This is an optimization exercise on Yosys and OpenROAD, whose aim is small area, a short achievable clock period and few clock cycles per item, not a production implementation.
Where RTL was checked, it was by simulation tests only, not by an equivalence proof against the original.

Setup of run C:
==> flow/design.v (excerpt) <==
module fp32_divsqrt (
    input  wire        clk,
    input  wire        rst,
    input  wire        in_valid,
    output wire        in_ready,
    input  wire        in_op,         
    input  wire [31:0] in_a,
    input  wire [31:0] in_b,
    output reg         out_valid,
    output wire [31:0] out_result,
    output wire [3:0]  out_flags      
);
For scale: roughly 860 cells after synthesis, ~0.0066 mm² of cells after synthesis.
==> module fp32_divsqrt, before the edit <==
module fp32_divsqrt (
    input  wire        clk,
    input  wire        rst,
    input  wire        in_valid,
    output wire        in_ready,
    input  wire        in_op,         
    input  wire [31:0] in_a,
    input  wire [31:0] in_b,
    output reg         out_valid,
    output wire [31:0] out_result,
    output wire [3:0]  out_flags      
);
    reg               busy;
    reg               op_r;
    reg               sign_r;
    reg        [4:0]  cnt;
    reg               first;      
    reg               last;       
    reg        [8:0]  exp_r;      
    reg        [25:0] W;
    reg        [24:0] D;          
    reg        [24:0] Q;
    reg        [3:0]  flg;
    assign in_ready   = !busy;
    assign out_result = {sign_r, exp_r[7:0], Q[22:0]};
    assign out_flags  = flg;
    wire [22:0] fa = in_a[22:0];
    wire [25:0] w_load = !in_op    ? {2'b01, fa, 1'b0} :
                         in_a[23]  ? {2'b00, fa, 1'b0} :
                                     {fa[22], !fa[22], fa[21:0], 2'b00};
    wire [24:0] d_load = in_op ? 25'h0800000 : {in_b[22:0], 2'b00};
    wire [7:0]  eb_in  = in_b[30:23];
    wire [24:0] q_load = {16'd0, eb_in[0], eb_in[1], eb_in[2], eb_in[3],
                          eb_in[4], eb_in[5], eb_in[6], eb_in[7], 1'b1};
    wire [8:0]  e_load = in_op ? {in_a[23], 1'b0, in_a[30:24]} : {1'b0, in_a[30:23]};
    wire [4:0]  c_load = in_op ? 5'd23 : 5'd25;
    wire [26:0] S    = {W, 1'b0};
    wire [26:0] T    = {1'b0, 1'b1, D};
    wire        ci   = !last | Q[0];
    wire [27:0] sum  = {1'b0, S} + {1'b0, ~T} + {27'd0, ci};
    wire        s    = sum[27];
    wire [25:0] w_nx = s ? sum[25:0] : S[25:0];
    wire [25:0] dec  = {25'd0, op_r} << cnt;
    wire [24:0] d_nx = (D & ~dec[24:0]) | ({dec[23:0], 1'b0} & {25{s}}) | dec[25:1];
    wire [4:0]  cnt_nx = cnt - 5'd1 - {4'd0, !op_r && cnt == 5'd15 && Q[9]};
    wire        inc = s;
    wire [22:0] ones;
    assign ones[0] = 1'b1;
    genvar gi;
    generate for (gi = 1; gi < 23; gi = gi + 1) begin : g_ones
        assign ones[gi] = ones[gi-1] & Q[gi-1];
    end endgenerate
    wire        carry  = inc & ones[22] & Q[22];
    wire [22:0] frac_r = Q[22:0] ^ (ones & {23{inc}});
    wire        x_big  = (exp_r >= 9'd384);
    wire        x_383  = (exp_r == 9'd383);
    wire        x_le129 = (exp_r <= 9'd129);
    wire        x_129  = (exp_r == 9'd129);
    wire        clamp  = x_big || x_le129;
    wire        r_ovf  = x_big || (x_383 && carry);
    wire        r_unf  = (x_le129 && !x_129) || (x_129 && !carry);
    wire [7:0]  x_dec  = exp_r[7:0] - 8'd1;
    wire [7:0]  r_exp  = r_ovf ? 8'hFF : r_unf ? 8'h00 :
                         carry ? {!exp_r[7], exp_r[6:0]} : {!x_dec[7], x_dec[6:0]};
    wire [22:0] r_frac = clamp ? 23'd0 : frac_r;
    wire       ea0    = exp_r[8];           
    wire [7:0] eb     = Q[8:1];             
    wire       a_frnz = (|W[23:2]) | ((op_r && !ea0) ? W[25] : W[1]);
    wire       b_frnz = |D[24:2];
    wire       a_zero = (exp_r[7:0] == 8'd0) && !(op_r && ea0);
    wire       b_zero = (eb == 8'd0);
    wire       a_max  = (exp_r[6:0] == 7'h7F) && (op_r ? ea0 : exp_r[7]);
    wire       b_max  = (eb == 8'hFF);
    wire       a_inf  = a_max & !a_frnz;
    wire       b_inf  = b_max & !b_frnz;
    wire       a_nan  = a_max & a_frnz;
    wire       b_nan  = b_max & b_frnz;
    reg        sp_hit;
    reg        sp_nan;      
    reg        sp_inf;      
    reg [3:0]  sp_flg;
    always @(*) begin
        sp_hit = 1'b1;
        sp_nan = 1'b0;
        sp_inf = 1'b0;
        sp_flg = 4'b0000;
        if (!op_r) begin
            if (a_nan || b_nan) begin
                sp_nan = 1'b1;
            end else if ((a_zero && b_zero) || (a_inf && b_inf)) begin
                sp_nan = 1'b1;
                sp_flg = 4'b0100;
            end else if (b_zero) begin
                sp_inf = 1'b1;
                if (!a_inf) sp_flg = 4'b1000;
            end else if (a_inf) begin
                sp_inf = 1'b1;
            end else if (b_inf || a_zero) begin
                sp_inf = 1'b0;
            end else begin
                sp_hit = 1'b0;
            end
        end else begin
            if (a_nan) begin
                sp_nan = 1'b1;
            end else if (a_zero) begin
                sp_inf = 1'b0;
            end else if (sign_r) begin
                sp_nan = 1'b1;
                sp_flg = 4'b0100;
            end else if (a_inf) begin
                sp_inf = 1'b1;
            end else begin
                sp_hit = 1'b0;
            end
        end
    end
    wire sp = first && sp_hit;
    wire       e_ser = (cnt[4:3] == 2'b10);
    wire       e_y   = op_r ? (cnt[4:1] == 4'b1000) : !Q[10];
    wire       e_a   = exp_r[0];
    wire       e_c   = exp_r[8];
    wire       e_s   = e_a ^ e_y ^ e_c;
    wire       e_co  = (e_a & e_y) | (e_a & e_c) | (e_y & e_c);
    always @(posedge clk) begin
        if (rst) begin
            busy      <= 1'b0;
            out_valid <= 1'b0;
        end else if (!busy) begin
            busy      <= in_valid;
            out_valid <= 1'b0;
        end else begin
            busy      <= !(sp || last);
            out_valid <= sp || last;
        end
    end
    always @(posedge clk) begin
        flg <= sp ? sp_flg : {2'b00, r_unf, r_ovf};
        if (!busy) begin
            op_r   <= in_op;
            sign_r <= in_a[31] ^ (in_b[31] & !in_op);
            cnt    <= c_load;
            first  <= 1'b1;
            last   <= 1'b0;
            exp_r  <= e_load;
            W      <= w_load;
            D      <= d_load;
            Q      <= q_load;
        end else begin
            cnt    <= cnt_nx;
            first  <= 1'b0;
            last   <= (cnt_nx == 5'd0);
            W      <= w_nx;
            D      <= d_nx;
            if (sp) begin
                Q[22:0]    <= {sp_nan, 22'd0};
                exp_r[7:0] <= (sp_nan || sp_inf) ? 8'hFF : 8'h00;
                if (sp_nan) sign_r <= 1'b0;
            end else if (last) begin
                Q[22:0]    <= r_frac;
                exp_r[7:0] <= r_exp;
            end else begin
                Q <= {Q[23:0], s};
                if (e_ser)                     exp_r <= {e_co, e_s, exp_r[7:1]};
                else if (cnt == 5'd24)         exp_r[8] <= Q[0];
            end
        end
    end
endmodule
export LEC_CHECK = 0
export CAP_MARGIN = 20
export CORE_MARGIN = 2
export CORE_UTILIZATION = 40
export SLEW_MARGIN = 20
create_clock -name core_clock -period 10.0 [get_ports {clk}]
standard.sh (not shown) runs the stock make flow with config.mk's settings and CLKGATE_MAP_FILE= SYNTH_SCRIPT=/design/flow/synth_recipe.tcl, a recipe that flattens the netlist after the stock synthesis.
==> flow/flow/run.sh <==
#!/bin/bash
# Own layout flow: the standard synthesis, its combinational logic re-mapped
# for area (registers untouched), then the standard layout steps with timing
# repair aimed below the clock period.
set -euo pipefail
MARGIN=6.5
R=orfs/results/$FLOW_PLATFORM/fp32_divsqrt/base
bash standard.sh synth > synth_standard.log 2>&1
bash flow/resyn.sh $R flow > resyn.log 2>&1
rm -f $R/1_synth.odb $R/1_synth.sdc
bash standard.sh synth > synth_odb.log 2>&1
bash standard.sh SETUP_SLACK_MARGIN=$MARGIN BUFFER_PORTS_ARGS="-buffer_cell sky130_fd_sc_hd__buf_1" finish > layout.log 2>&1
Other scripts of this flow, unchanged in this note and not shown: flow/flow/abc.constr, flow/flow/minilib.py, flow/flow/resyn.abc, flow/flow/resyn.sh
Testbench counts of run C, summed over its fixed seeds: cycles 62,573, ops 2,400.
For run E, these inputs were changed with respect to run C:
--- a/flow/design.v
+++ b/flow/design.v
@@ -17,7 +17,7 @@
     reg               first;      
     reg               last;       
     reg        [8:0]  exp_r;      
-    reg        [25:0] W;
+    reg        [25:1] W;
     reg        [24:0] D;          
     reg        [24:0] Q;
     reg        [3:0]  flg;
@@ -34,12 +34,12 @@
                           eb_in[4], eb_in[5], eb_in[6], eb_in[7], 1'b1};
     wire [8:0]  e_load = in_op ? {in_a[23], 1'b0, in_a[30:24]} : {1'b0, in_a[30:23]};
     wire [4:0]  c_load = in_op ? 5'd23 : 5'd25;
-    wire [26:0] S    = {W, 1'b0};
+    wire [26:0] S    = {W[25:1], 2'b00};
     wire [26:0] T    = {1'b0, 1'b1, D};
     wire        ci   = !last | Q[0];
     wire [27:0] sum  = {1'b0, S} + {1'b0, ~T} + {27'd0, ci};
     wire        s    = sum[27];
-    wire [25:0] w_nx = s ? sum[25:0] : S[25:0];
+    wire [25:1] w_nx = s ? sum[25:1] : S[25:1];
     wire [25:0] dec  = {25'd0, op_r} << cnt;
     wire [24:0] d_nx = (D & ~dec[24:0]) | ({dec[23:0], 1'b0} & {25{s}}) | dec[25:1];
     wire [4:0]  cnt_nx = cnt - 5'd1 - {4'd0, !op_r && cnt == 5'd15 && Q[9]};
@@ -60,8 +60,8 @@
     wire        r_ovf  = x_big || (x_383 && carry);
     wire        r_unf  = (x_le129 && !x_129) || (x_129 && !carry);
     wire [7:0]  x_dec  = exp_r[7:0] - 8'd1;
-    wire [7:0]  r_exp  = r_ovf ? 8'hFF : r_unf ? 8'h00 :
-                         carry ? {!exp_r[7], exp_r[6:0]} : {!x_dec[7], x_dec[6:0]};
+    wire [7:0]  x_inc  = x_dec + {7'd0, carry};
+    wire [7:0]  r_exp  = r_ovf ? 8'hFF : r_unf ? 8'h00 : {!x_inc[7], x_inc[6:0]};
     wire [22:0] r_frac = clamp ? 23'd0 : frac_r;
     wire       ea0    = exp_r[8];           
     wire [7:0] eb     = Q[8:1];             
@@ -143,7 +143,7 @@
             first  <= 1'b1;
             last   <= 1'b0;
             exp_r  <= e_load;
-            W      <= w_load;
+            W      <= w_load[25:1];
             D      <= d_load;
             Q      <= q_load;
         end else begin
### Flow results
Relative to run C, signal arrival time at the worst endpoint has increased by 140 ps in run E. The number of nets produced by synthesis reported for run E is smaller than that of run C by about 1.2%. For latest clock arrival within the worst-skew pair, run E and run C come out practically identical. Summary — sequential share of layout area, run E relative to run C: higher, by 0.60 points. Run E falls short of run C in post-route minimum period. Worst reg-to-reg path cell count delta for run E relative to run C: 3 higher. Per the final summary, run E finished and its layout is clean on timing, DRC and antenna. Run E vs. run C: area taken by multi-input logic gates went down by about 5.7%. Run E: final period utilization 0.33 points above run C. Comparing run E and run C, the lower number of signal-net buffers in the layout was measured on run C. Looking at final worst setup slack, run E sits below run C.
For run E, only the layout was checked, not whether the RTL still works.

==> afterwards: timing with drivers on the ports <==
The flow's constraints put no driver on any port. The routed layouts listed below were extracted and timed again, unchanged, in two steps. Step 1 (the two cells are an assumption about what drives the block):
set clk [get_ports {clk}]
set_driving_cell -lib_cell sky130_fd_sc_hd__clkbuf_16 $clk
set_driving_cell -lib_cell sky130_fd_sc_hd__buf_2 [delete_from_list [all_inputs] $clk]
Step 2 also shifts input and output timing later by t, the mid clock arrival at the registers, as if the neighbouring blocks saw the same clock. a / b / c = ideal ports / drivers / drivers and shift; a / b = the first two.
run	shift t [ns]	setup slack, ns	hold slack, ns	clock arrival spread, ns	worst slew at a driven data input, ns
run C	0.410	6.632 / 6.627 / 6.260	0.523 / 0.523 / 0.523	0.018 / 0.018	0.04
run E	0.404	6.599 / 6.599 / 6.237	0.498 / 0.498 / 0.498	0.012 / 0.012	0.04
After both steps setup and hold are still met in every run listed. The setup slack of run C, which loses most, moves by -0.005 ns with the drivers and by -0.372 ns with both steps.
